Source: an optimization exercise on an open RTL-to-GDS flow (aim: small area, a short achievable clock period and few clock cycles per item). Production flows keep margins and buffers that such runs may drop. The RTL was checked by simulation tests, not by an equivalence proof against the original design.

==> inputs of v1 <==
## ime_ks
module ime_ks (
  input  wire         clk,
  input  wire         rst,          
  input  wire         key_we,
  input  wire [2:0]   key_idx,
  input  wire [31:0]  key_wdata,
  input  wire         req_valid,
  output wire         req_ready,
  input  wire [15:0]  req_epoch,
  input  wire [2:0]   req_port,
  input  wire [28:0]  req_line,
  output wire         ks_valid,
  input  wire         ks_ready,
  output wire [1:0]   ks_blk,
  output wire [127:0] ks_data
);
  localparam U  = 7;            
  localparam QN = 5;            
  localparam QA = 3;            
  localparam TW = QA + 4;       
  genvar g, u;
  integer i;
  reg [255:0] key;
  always @(posedge clk) begin
    if (key_we)
      key[255 - 32*key_idx -: 32] <= key_wdata;
  end
  function [7:0] xtime(input [7:0] b);
    xtime = {b[6:0], 1'b0} ^ (b[7] ? 8'h1b : 8'h00);
  endfunction
  function [31:0] mixcol(input [31:0] c);
    reg [7:0] a0, a1, a2, a3;
    begin
      a0 = c[31:24]; a1 = c[23:16]; a2 = c[15:8]; a3 = c[7:0];
      mixcol[31:24] = xtime(a0) ^ (xtime(a1) ^ a1) ^ a2 ^ a3;
  ...
clock: 8.0 ns
lec_check: 0
abc_clock_period_in_ps: 3400
cap_margin: 20
core_margin: 2
core_utilization: 55
setup_slack_margin: 4.6
slew_margin: 20
run.sh (not shown) runs the stock make flow with config.mk's settings and CLKGATE_MAP_FILE= SYNTH_SCRIPT=/design/flow/synth_recipe.tcl, a recipe that flattens the netlist after the stock synthesis.
==> v35 (differences from v1) <==
--- a/flow/design.v
+++ b/flow/design.v
@@ -177,23 +177,30 @@
   input  wire [28:0]  req_line,
   output wire         ks_valid,
   input  wire         ks_ready,
   output wire [1:0]   ks_blk,
   output wire [127:0] ks_data
 );
   localparam U  = 7;            
-  localparam QN = 5;            
-  localparam QA = 3;            
+  localparam QN = 4;            
+  localparam QA = 2;            
   localparam TW = QA + 4;       
   genvar g, u;
   integer i;
   reg [255:0] key;
-  always @(posedge clk) begin
-    if (key_we)
-      key[255 - 32*key_idx -: 32] <= key_wdata;
+  reg  [7:0]  kw_en;               
+  reg  [31:0] kw_data;
+  wire        kw_we = |kw_en;
+  integer     kwi;
+  always @(posedge clk) begin
+    kw_en   <= key_we ? (8'h80 >> key_idx) : 8'h00;
+    kw_data <= key_wdata;
+    for (kwi = 0; kwi < 8; kwi = kwi + 1)
+      if (kw_en[7-kwi])
+        key[255 - 32*kwi -: 32] <= kw_data;
   end
   function [7:0] xtime(input [7:0] b);
     xtime = {b[6:0], 1'b0} ^ (b[7] ? 8'h1b : 8'h00);
   endfunction
   function [31:0] mixcol(input [31:0] c);
     reg [7:0] a0, a1, a2, a3;
     begin
@@ -211,21 +218,21 @@
     integer k;
     begin
       for (k = 0; k < 16; k = k + 1)
         shiftrows[127 - 8*k -: 8] = s[127 - 8*(((k/4 + k%4) % 4)*4 + k%4) -: 8];
     end
   endfunction
   function [127:0] kstep(input [127:0] old, input [31:0] t);
-    reg [31:0] w0, w1, w2, w3;
+    reg [31:0] p0, p1, p2, p3;
     begin
-      w0 = old[127:96] ^ t;
-      w1 = old[95:64]  ^ w0;
-      w2 = old[63:32]  ^ w1;
-      w3 = old[31:0]   ^ w2;
-      kstep = {w0, w1, w2, w3};
+      p0 = old[127:96];
+      p1 = p0 ^ old[95:64];
+      p2 = p1 ^ old[63:32];
+      p3 = p2 ^ old[31:0];
+      kstep = {p0 ^ t, p1 ^ t, p2 ^ t, p3 ^ t};
     end
   endfunction
   function [QA:0] pinc(input [QA:0] p);
     pinc = (p == 2*QN - 1) ? {(QA+1){1'b0}} : p + 1'b1;
   endfunction
   function [QA-1:0] pidx(input [QA:0] p);
     pidx = (p >= QN) ? p - QN : p;
@@ -234,55 +241,55 @@
   reg  [QA:0]   hd, tl;              
   reg  [QA:0]   el;                  
   reg  [1:0]    eb;                  
   reg  [1:0]    nb;                  
   reg           ov;                  
   reg  [1:0]    ob;
   reg           rdy;
-  reg  [47:0]   q [0:QN-1];          
-  reg  [127:0]  e_odd, e_even;       
+  reg  [48*QN-1:0] q;                
+  reg  [127:0]  e_cur, e_prev;       
   reg  [47:0]   kmid;                
   reg  [127:0]  r0 [0:U-1];
   reg  [191:0]  r1 [0:U-1];
   reg  [TW-1:0] t0 [0:U-1];          
   reg  [TW-1:0] t1 [0:U-1];
   reg  [127:0]  outr;
   wire [127:0]  rk [0:U-1];          
-  wire [31:0] ksin = ph[1] ? e_even[31:0] : {e_odd[23:0], e_odd[31:24]};
+  wire [31:0] ksin = ph[1] ? e_cur[31:0] : {e_cur[23:0], e_cur[31:24]};
   wire [47:0] kmid_n;
   wire [31:0] ksub;
   generate
     for (g = 0; g < 4; g = g + 1) begin : g_ksbox
       ime_sbox_top u_kt (.a(ksin[31 - 8*g -: 8]), .m(kmid_n[47 - 12*g -: 12]));
       ime_sbox_bot u_kb (.m(kmid[47 - 12*g -: 12]), .y(ksub[31 - 8*g -: 8]));
     end
   endgenerate
   wire [7:0]   rcon   = 8'h01 << ph[4:2];
   wire [31:0]  kt     = ph[1] ? (ksub ^ {rcon, 24'h0}) : ksub;
-  wire         first  = (ph[4:2] == 3'd0);
+  wire         first  = (ph == 5'd0);
   always @(posedge clk) begin
     kmid <= kmid_n;
-    if (ph[1:0] == 2'd0)
-      e_odd <= first ? key[127:0] : kstep(e_odd, kt);
-    if (ph[1:0] == 2'd2)
-      e_even <= kstep(first ? key[255:128] : e_even, kt);
+    if (!ph[0]) begin
+      e_cur  <= first ? key[127:0] : kstep(e_prev, kt);
+      e_prev <= first ? key[255:128] : e_cur;
+    end
   end
   generate
     for (u = 0; u < U; u = u + 1) begin : g_ku
       reg [127:0] kr;
       reg         ld;
       integer j;
       always @(*) begin
         ld = 1'b0;
         for (j = u + 1; j <= 14; j = j + U)
           if (ph == 2*j - 1) ld = 1'b1;
       end
       always @(posedge clk) begin
         if (ld)
-          kr <= ph[1] ? e_even : e_odd;
+          kr <= e_cur;
       end
       assign rk[u] = kr;
     end
   endgenerate
   wire [127:0] nxt [0:U-1];
   wire [127:0] srl;
   generate
@@ -296,46 +303,55 @@
       wire [127:0] sr = shiftrows(sb);
       if (u == U - 1) begin : g_last
         assign srl = sr;
       end
       if (U == 14 && u == U - 1) begin : g_nomc
         assign nxt[u] = 128'd0;
       end else begin : g_mc
-        assign nxt[u] = mixcolumns(sr) ^ rk[u];
+        assign nxt[u] = (u == U - 1) ? mixcolumns(sr) : mixcolumns(sr) ^ rk[u];
       end
       always @(posedge clk) begin
         r1[u] <= m;
       end
     end
   endgenerate
   wire [127:0] fin = srl ^ rk[U-1];    
   wire          win    = (ph < 2*U);                  
   reg           busy;                                 
   always @(*) begin
     busy = 1'b0;
     for (i = 0; i < U; i = i + 1)
       busy = busy | t0[i][TW-1] | t1[i][TW-1];
   end
-  wire          entry  = win && (ph == 5'd0 || busy) && (el != tl);
-  wire [47:0]   qctr   = q[pidx(el)];
+  wire [QA:0]   cnt    = (tl >= hd) ? tl - hd : tl + 2*QN - hd;
+  wire [QA:0]   edist  = (el >= hd) ? el - hd : el + 2*QN - hd;
+  wire          eavail = (edist < cnt) || (edist == cnt && req_valid);
+  wire          entry  = win && (ph == 5'd0 || busy) && eavail;
+  reg  [47:0]   qsel;
+  always @(*) begin
+    qsel = q[47:0];
+    for (i = 1; i < QN; i = i + 1)
+      if (pidx(el) == i) qsel = q[48*i +: 48];
+  end
+  wire [47:0]   qctr   = (el == tl) ? {req_epoch, req_port, req_line} : qsel;
   wire [127:0]  newblk = {qctr ^ key[255:208], key[207:130], key[129:128] ^ eb};
-  wire          kill   = rst || key_we;
+  wire          kill   = rst || key_we || kw_we;
   wire [TW-1:0] xt     = t1[U-1];                    
   wire          exit_v = win && xt[TW-1];
   wire          ofree  = !ov || ks_ready;
-  wire          match  = exit_v && (xt[TW-2:2] == hd) && (xt[1:0] == nb);
+  wire          match  = exit_v && (xt[TW-2:2] == hd) && (xt[1:0] == nb) && (hd != tl);
   wire          take   = match && ofree;
   wire          fail   = match && !ofree;
   wire          retire = take && (xt[1:0] == 2'd3);
   wire          acc    = req_valid && rdy;
   wire [QA:0]   hd_n   = retire ? pinc(hd) : hd;
   wire [QA:0]   tl_n   = acc ? pinc(tl) : tl;
   wire [QA:0]   cnt_n  = (tl_n >= hd) ? tl_n - hd : tl_n + 2*QN - hd;
   always @(posedge clk) begin
-    r0[0] <= entry ? newblk : nxt[U-1];
+    r0[0] <= (nxt[U-1] & {128{~entry}}) ^ (entry ? newblk : rk[U-1]);
     for (i = 1; i < U; i = i + 1)
       r0[i] <= nxt[i-1];
     if (kill) begin
       for (i = 0; i < U; i = i + 1) begin
         t0[i] <= {TW{1'b0}};
         t1[i] <= {TW{1'b0}};
       end
@@ -345,20 +361,19 @@
         t0[i] <= t1[i-1];
       for (i = 0; i < U; i = i + 1)
         t1[i] <= t0[i];
     end
   end
   always @(posedge clk) begin
     if (acc)
-      q[pidx(tl)] <= {req_epoch, req_port, req_line};
-    if (take)
-      ob <= xt[1:0];
-  end
-  always @(posedge clk) begin
-    outr <= outr ^ ({128{take}} & (fin ^ outr));
+      q[48*pidx(tl) +: 48] <= {req_epoch, req_port, req_line};
+    if (take) begin
+      outr <= fin;
+      ob   <= xt[1:0];
+    end
   end
   always @(posedge clk) begin
     if (rst) begin
       ph  <= 5'd0;
       hd  <= {(QA+1){1'b0}};
       tl  <= {(QA+1){1'b0}};
       el  <= {(QA+1){1'b0}};
==> flow/flow/run.sh (new file) <==
#!/bin/bash
# Own flow: the standard layout (standard.sh) with three changes:
#  - synthesis runs flow/my_synth.tcl: the standard synthesis script with
#    Yosys's default ABC mapping script in place of ORFS's speed script
#    (same flip-flops and register names);
#  - after global placement, flow/near_pins.tcl moves the registers that
#    drive output ports next to those ports (ORFS's PRE_RESIZE hook);
#  - the detailed router gets more antenna repair iterations.
set -euo pipefail
W=$(pwd)
export PRE_RESIZE_TCL=$W/flow/near_pins.tcl
sed -e "s#SYNTH_SCRIPT=[^ ]*#SYNTH_SCRIPT=$W/flow/my_synth.tcl MAX_REPAIR_ANTENNAS_ITER_DRT=15#" standard.sh > own.sh
grep -q "SYNTH_SCRIPT=$W/flow/my_synth.tcl" own.sh
bash own.sh > layout.log 2>&1
==> flow/flow/my_synth.tcl (new file) <==
# The standard synthesis (synth_recipe.tcl, which runs ORFS's synth.tcl), with
# one change: the technology mapping uses Yosys's default ABC script (area
# oriented, with the clock period as delay target) instead of ORFS's speed
# script. Everything else, flip-flop mapping and register names included, is
# the standard synthesis.
proc abc {args} {
  set out {}
  set skip 0
  foreach a $args {
    if {$skip} { set skip 0; continue }
    if {$a eq "-script"} { set skip 1; continue }
    lappend out $a
  }
  yosys abc {*}$out
}
source [file join [file dirname [file normalize [info script]]] .. synth_recipe.tcl]
==> flow/flow/near_pins.tcl (new file) <==
# PRE_RESIZE hook (after global placement, before the first repair_design):
# put each flip-flop whose output drives only an output port's buffer on the
# spot of that buffer, next to the pin; detailed placement later legalizes it.
# These registers' paths to the outputs have the least slack, and the global
# placer leaves them near the logic that feeds them instead.
set block [ord::get_db_block]
set moved 0
foreach inst [$block getInsts] {
  if {![[$inst getMaster] isSequential]} continue
  set q [$inst findITerm Q]
  if {$q eq "NULL" || $q eq ""} continue
  set net [$q getNet]
  if {$net eq "NULL" || $net eq ""} continue
  set iterms [$net getITerms]
  if {[llength $iterms] != 2} continue
  foreach it $iterms {
    set other [$it getInst]
    if {[$other getName] eq [$inst getName]} continue
    if {![string match output* [$other getName]]} continue
    lassign [$other getLocation] x y
    $inst setLocation $x $y
    incr moved
  }
}
puts "near_pins: moved $moved flip-flops next to their output buffers"
==> flow/standard.sh (new file) <==
#!/bin/bash
# synth_recipe.tcl (not shown) runs the flow's synth.tcl, then flattens the netlist and writes it again
# the make line also repeats each setting of config.mk as NAME=value (left out here)
make -C /OpenROAD-flow-scripts/flow DESIGN_CONFIG=/design/flow/config.mk WORK_HOME=/design/flow/orfs CLKGATE_MAP_FILE= SYNTH_SCRIPT=/design/flow/synth_recipe.tcl "${@:-finish}"
==> flow/config.mk (replaced) <==
export PLATFORM = sky130hd
export DESIGN_NAME = ime_ks
export DESIGN_NICKNAME = ime_ks
export VERILOG_FILES = /design/flow/design.v
export SDC_FILE = /design/flow/constraint.sdc
export NUM_CORES = 8
export LEC_CHECK = 0
export ABC_CLOCK_PERIOD_IN_PS = 3300
export CAP_MARGIN = 20
export CORE_MARGIN = 2
export CORE_UTILIZATION = 58
export CTS_CLUSTER_DIAMETER = 80
export CTS_CLUSTER_SIZE = 20
export SETUP_SLACK_MARGIN = 4.7
export SLEW_MARGIN = 45
removed: flow/run.sh
==> v6 (differences from v1) <==
--- a/flow/design.v
+++ b/flow/design.v
@@ -183,17 +183,23 @@
   localparam U  = 7;            
   localparam QN = 5;            
   localparam QA = 3;            
   localparam TW = QA + 4;       
   genvar g, u;
   integer i;
   reg [255:0] key;
-  always @(posedge clk) begin
-    if (key_we)
-      key[255 - 32*key_idx -: 32] <= key_wdata;
+  reg         kw_we;
+  reg  [2:0]  kw_idx;
+  reg  [31:0] kw_data;
+  always @(posedge clk) begin
+    kw_we   <= key_we;
+    kw_idx  <= key_idx;
+    kw_data <= key_wdata;
+    if (kw_we)
+      key[255 - 32*kw_idx -: 32] <= kw_data;
   end
   function [7:0] xtime(input [7:0] b);
     xtime = {b[6:0], 1'b0} ^ (b[7] ? 8'h1b : 8'h00);
   endfunction
   function [31:0] mixcol(input [31:0] c);
     reg [7:0] a0, a1, a2, a3;
     begin
@@ -296,15 +302,15 @@
       wire [127:0] sr = shiftrows(sb);
       if (u == U - 1) begin : g_last
         assign srl = sr;
       end
       if (U == 14 && u == U - 1) begin : g_nomc
         assign nxt[u] = 128'd0;
       end else begin : g_mc
-        assign nxt[u] = mixcolumns(sr) ^ rk[u];
+        assign nxt[u] = (u == U - 1) ? mixcolumns(sr) : mixcolumns(sr) ^ rk[u];
       end
       always @(posedge clk) begin
         r1[u] <= m;
       end
     end
   endgenerate
   wire [127:0] fin = srl ^ rk[U-1];    
@@ -314,28 +320,28 @@
     busy = 1'b0;
     for (i = 0; i < U; i = i + 1)
       busy = busy | t0[i][TW-1] | t1[i][TW-1];
   end
   wire          entry  = win && (ph == 5'd0 || busy) && (el != tl);
   wire [47:0]   qctr   = q[pidx(el)];
   wire [127:0]  newblk = {qctr ^ key[255:208], key[207:130], key[129:128] ^ eb};
-  wire          kill   = rst || key_we;
+  wire          kill   = rst || key_we || kw_we;
   wire [TW-1:0] xt     = t1[U-1];                    
   wire          exit_v = win && xt[TW-1];
   wire          ofree  = !ov || ks_ready;
   wire          match  = exit_v && (xt[TW-2:2] == hd) && (xt[1:0] == nb);
   wire          take   = match && ofree;
   wire          fail   = match && !ofree;
   wire          retire = take && (xt[1:0] == 2'd3);
   wire          acc    = req_valid && rdy;
   wire [QA:0]   hd_n   = retire ? pinc(hd) : hd;
   wire [QA:0]   tl_n   = acc ? pinc(tl) : tl;
   wire [QA:0]   cnt_n  = (tl_n >= hd) ? tl_n - hd : tl_n + 2*QN - hd;
   always @(posedge clk) begin
-    r0[0] <= entry ? newblk : nxt[U-1];
+    r0[0] <= (nxt[U-1] & {128{~entry}}) ^ (entry ? newblk : rk[U-1]);
     for (i = 1; i < U; i = i + 1)
       r0[i] <= nxt[i-1];
     if (kill) begin
       for (i = 0; i < U; i = i + 1) begin
         t0[i] <= {TW{1'b0}};
         t1[i] <= {TW{1'b0}};
       end
@@ -346,19 +352,18 @@
       for (i = 0; i < U; i = i + 1)
         t1[i] <= t0[i];
     end
   end
   always @(posedge clk) begin
     if (acc)
       q[pidx(tl)] <= {req_epoch, req_port, req_line};
-    if (take)
-      ob <= xt[1:0];
-  end
-  always @(posedge clk) begin
-    outr <= outr ^ ({128{take}} & (fin ^ outr));
+    if (take) begin
+      outr <= fin;
+      ob   <= xt[1:0];
+    end
   end
   always @(posedge clk) begin
     if (rst) begin
       ph  <= 5'd0;
       hd  <= {(QA+1){1'b0}};
       tl  <= {(QA+1){1'b0}};
       el  <= {(QA+1){1'b0}};
==> flow/flow/run.sh (new file) <==
#!/bin/bash
# Own flow: the standard layout (standard.sh) with two changes:
#  - synthesis runs flow/my_synth.tcl: the standard synthesis script with
#    Yosys's default ABC mapping script in place of ORFS's speed script
#    (same flip-flops and register names);
#  - the detailed router gets more antenna repair iterations.
set -euo pipefail
W=$(pwd)
sed -e "s#SYNTH_SCRIPT=[^ ]*#SYNTH_SCRIPT=$W/flow/my_synth.tcl MAX_REPAIR_ANTENNAS_ITER_DRT=15#" standard.sh > own.sh
grep -q "SYNTH_SCRIPT=$W/flow/my_synth.tcl" own.sh
bash own.sh > layout.log 2>&1
==> flow/flow/my_synth.tcl (new file) <==
# The standard synthesis (synth_recipe.tcl, which runs ORFS's synth.tcl), with
# one change: the technology mapping uses Yosys's default ABC script (area
# oriented, with the clock period as delay target) instead of ORFS's speed
# script. Everything else, flip-flop mapping and register names included, is
# the standard synthesis.
proc abc {args} {
  set out {}
  set skip 0
  foreach a $args {
    if {$skip} { set skip 0; continue }
    if {$a eq "-script"} { set skip 1; continue }
    lappend out $a
  }
  yosys abc {*}$out
}
source [file join [file dirname [file normalize [info script]]] .. synth_recipe.tcl]
==> flow/standard.sh (new file) <==
#!/bin/bash
# synth_recipe.tcl (not shown) runs the flow's synth.tcl, then flattens the netlist and writes it again
# the make line also repeats each setting of config.mk as NAME=value (left out here)
make -C /OpenROAD-flow-scripts/flow DESIGN_CONFIG=/design/flow/config.mk WORK_HOME=/design/flow/orfs CLKGATE_MAP_FILE= SYNTH_SCRIPT=/design/flow/synth_recipe.tcl "${@:-finish}"
removed: flow/run.sh
==> run notes <==
status = failed layout checks
Post-DP HPWL = 805 mm
Failed Checks = antenna violations
Seq/total area = 29.7%
Non-clock buffers = 822
commonest non-fill, non-tap cells in the layout = xnor2_1, xor2_1, nand2_1
Layout area overhead = 14.0%
Antenna Nets Post-Route = 1
(the above is from v1)
==> run notes <==
FFs w/ async S/R, synth = 0%
status = no timing/DRC/antenna violations
count leader, synth = xnor2_1
clk slew on worst S/H paths = 0.06 ns
Layout area overhead = 15.9%
Post-DP HPWL = 716 mm
Seq/total area = 32.7%
Pre-antenna DRT Iters = 6
commonest non-fill, non-tap cells in the layout = xnor2_1, xor2_1, nand2_1
(the above is from v6)
==> run notes <==
status = no timing/DRC/antenna violations
Layout area overhead = 15.0%
Antenna Nets Post-Route = 0
Non-clock buffers = 1075
Seq/total area = 33.0%
Post-DP HPWL = 730 mm
commonest non-fill, non-tap cells in the layout = xnor2_1, xor2_1, nand2_1
(the above is from v35)
Testbench counts of v1, summed over its fixed seeds: cycles 3,232, items 384.
Testbench counts of v35, summed over its fixed seeds: cycles 3,224, items 384.
Testbench counts of v6, summed over its fixed seeds: cycles 3,232, items 384.

[port drivers added, routing unchanged]
Ports are ideal in the flow. The routed layouts listed here were re-timed in OpenROAD.
Step 1 assumes that a clkbuf_16 drives the clock port and a buf_2 every other input.
Step 2 times the ports against the registers' clock, not the clock port: input delays grow and output delays shrink by t, the midpoint of the rising clock arrivals with the driver on.
Slacks: no drivers / after step 1 / after step 2; pairs: no drivers / after step 1.
run | shift t [ns] | setup slack, ns | hold slack, ns | latest minus earliest clock arrival (ns) | cell pins on the clock port's net
v1 | 1.203 | 4.485 / 4.359 / 3.396 | 0.424 / 0.424 / 0.424 | 0.091 / 0.090 | 1
v35 | 1.103 | 4.588 / 4.588 / 4.119 | 0.410 / 0.410 / 0.410 | 0.077 / 0.078 | 1
v6 | 1.185 | 4.029 / 3.896 / 3.784 | 0.422 / 0.422 / 0.422 | 0.134 / 0.134 | 1
The setup slack of v1, which loses most, moves by -0.126 ns with the drivers and by -1.089 ns with both steps.
